Source: an optimization exercise on an open RTL-to-GDS flow (aim: small area, a short achievable clock period and few clock cycles). Production flows keep margins and buffers that such runs may drop.
The RTL was checked by simulation tests, not by an equivalence proof against the original design.
Power is estimated from default activity; no workload was simulated.

Setup of try-delta:
Design rs_dec, start of the top module:
module rs_dec (
    input  wire       clk,
    input  wire       rst,           
    input  wire       in_valid,
    output wire       in_ready,
    input  wire [9:0] in_sym,
    output reg        err_valid,
    output reg  [9:0] err_pos,       
    output reg  [9:0] err_val,       
    output reg        done_valid,
    output reg        done_uncorr,
    output reg  [4:0] done_nerr
);
Size in the first run: roughly 1500 flip-flops, roughly 42 I/O pins.
==> flow/config.mk <==
export PLATFORM = sky130hd
export DESIGN_NAME = rs_dec
export DESIGN_NICKNAME = rs_dec
export VERILOG_FILES = /design/flow/design.v
export SDC_FILE = /design/flow/constraint.sdc
export NUM_CORES = 8
export LEC_CHECK = 0
export CAP_MARGIN = 0
export CORE_MARGIN = 2
export CORE_UTILIZATION = 40
export SLEW_MARGIN = 0
==> flow/constraint.sdc <==
create_clock -name core_clock -period 12.0 [get_ports {clk}]
set_input_delay 2.4000 -clock core_clock [delete_from_list [all_inputs] [get_ports {clk}]]
set_output_delay 2.4000 -clock core_clock [all_outputs]
set_load 0.01 [all_outputs]
standard.sh (not shown) runs the stock make flow with config.mk's settings and CLKGATE_MAP_FILE= SYNTH_SCRIPT=/design/flow/synth_recipe.tcl, a recipe that flattens the netlist after the stock synthesis.
==> flow/flow/run.sh <==
#!/bin/bash
# Standard ORFS layout (the standard.sh, unchanged synthesis), with
# repair_timing asked for extra setup margin, larger clock-tree clusters and
# a denser core.
bash standard.sh SETUP_SLACK_MARGIN=8.5 CTS_CLUSTER_SIZE=22 CTS_CLUSTER_DIAMETER=60 CORE_UTILIZATION=65 finish > standard.log 2>&1
Testbench counts of try-delta, summed over its fixed seeds: cycles 108,530.
diff inputs: try-delta => try-tundra
Settings: CAP_MARGIN changed from 0 to 20; SLEW_MARGIN changed from 0 to 20.
==> flow/flow/run.sh <==
#!/bin/bash
# Standard ORFS layout (the standard.sh, unchanged synthesis), with
# repair_timing asked for extra setup margin and larger clock-tree clusters.
bash standard.sh SETUP_SLACK_MARGIN=8.5 CTS_CLUSTER_SIZE=22 CTS_CLUSTER_DIAMETER=60 finish > standard.log 2>&1
Results
try-tundra closes out successfully: all stages finished, all timing, DRC and antenna checks passed. Die width for try-tundra is higher than for try-delta. Sort try-delta and try-tundra by worst relative slew slack asc -> top: try-delta. Looking at total power consumption of the routed design across both flows, try-tundra is the weaker of the two, with try-delta ahead. try-tundra vs try-delta, global routing usage on met1 went down by 16 points. From try-delta to try-tundra the numbers moved as follows: core utilization -26 points; total number of nets in the final design roughly the same; clock period minus worst slack shows an increase of 0.11 ns; global-route usage went down 13 points; number of fill cells saw an increase. try-tundra vs try-delta: part of the total power dissipated in combinational logic down.
Changes in try-nickel relative to try-tundra:
==> flow/flow/run.sh <==
#!/bin/bash
# Standard ORFS layout (the standard.sh, unchanged synthesis), with
# repair_timing asked for extra setup margin, larger clock-tree clusters and
# a denser core.
bash standard.sh SETUP_SLACK_MARGIN=8.5 CTS_CLUSTER_SIZE=22 CTS_CLUSTER_DIAMETER=60 CORE_UTILIZATION=75 PLACE_DENSITY=0.8 finish > standard.log 2>&1
Notes after the runs:
Summary of the comparison: instance area at placement is lower in try-nickel, relative to try-tundra.
When try-nickel is measured against try-tundra, its power density of the placed cells turns out 1.7% higher.
In try-nickel relative to try-tundra, met2 wire length had gone down by a few percent.
From try-tundra to try-nickel the numbers moved as follows: maximum number of pins on one net before global-route repair shrank by about 60%; largest voltage drop on the vdd net shrank by 0.0030 mV.
There was hardly any difference in flop-to-flop setup slack between try-nickel and try-tundra.
try-nickel has data arrival at the endpoint of the critical path below what try-tundra had.
try-nickel | stages: all done | timing, DRC, antenna: all pass
Input changes introduced in try-juniper (baseline for comparison: try-nickel):
Settings: CAP_MARGIN: 20 -> 10; SLEW_MARGIN: 20 -> 10.
==> flow/flow/run.sh <==
#!/bin/bash
# Standard ORFS layout (the standard.sh, unchanged synthesis), with
# repair_timing asked for extra setup margin, larger clock-tree clusters and
# a denser core.
bash standard.sh SETUP_SLACK_MARGIN=8.5 CTS_CLUSTER_SIZE=22 CTS_CLUSTER_DIAMETER=60 CORE_UTILIZATION=65 finish > standard.log 2>&1
--- outcome ---
- Compared with try-nickel, try-juniper shows a share of cell area taken by multi-input logic gates that is 0.23 points lower.
- try-juniper has more setup slack than try-nickel.
- Of try-nickel and try-juniper, the run reporting the higher non-clock buffer total of the final layout was try-juniper.
- Utilization for try-juniper: 11 points down relative to try-nickel
- Compared to try-nickel, the routing of try-juniper uses more wire.
- From try-nickel to try-juniper the numbers moved as follows: part of the power in combinational logic decreased 0.4 points, worst-case vdd ir drop went down about 16%, average wire per standard cell fell by 2.6%, via count decreased 3.2%.
- Aggregate global-route resource usage | try-juniper below try-nickel
Modified inputs, try-fjord compared to try-juniper
Settings: CAP_MARGIN now 20, was 10; SLEW_MARGIN now 20, was 10; ABC_AREA now 1, previously not set.
### Flow results
Compared with try-juniper, in try-fjord data-path buffer share of cell area in the final layout now sits lower; final cell count without fillers grew by 1999; die area moved up; count of routing violations after the opening detailed-route iteration rose 502. What try-fjord reported for number of vias in the routed layout has to be multiplied by 0.849 to get the figure for try-juniper.

## re-timing with driven ports
The results above use ideal ports. As a check the final layouts listed here were re-extracted and re-timed, cells and wires unchanged. Step 1 assumes that a clkbuf_16 drives the clock port and a buf_2 every other input. Step 2, shift: input delay + t, output delay - t, t = (earliest + latest rising clock arrival at the registers) / 2. This alone moves slack from input paths to output paths. Slacks: ideal / step 1 / step 2; pairs: ideal / step 1.
| run | t, ns | slack for setup (ns) | pins driven straight from the clock port |
|---|---|---|---|
| try-delta | 0.803 | 8.425 / 8.347 / 7.821 | 1 |
| try-tundra | 0.871 | 8.317 / 8.230 / 7.693 | 1 |
| try-nickel | 0.799 | 8.418 / 8.339 / 7.850 | 1 |
| try-juniper | 0.803 | 8.425 / 8.347 / 7.821 | 1 |
| try-fjord | 0.826 | 8.384 / 8.299 / 7.833 | 1 |
After both steps setup and hold are still met in every run listed. For try-tundra, which loses most, drivers alone change the setup slack by -0.087 ns; drivers and shift together by -0.624 ns.
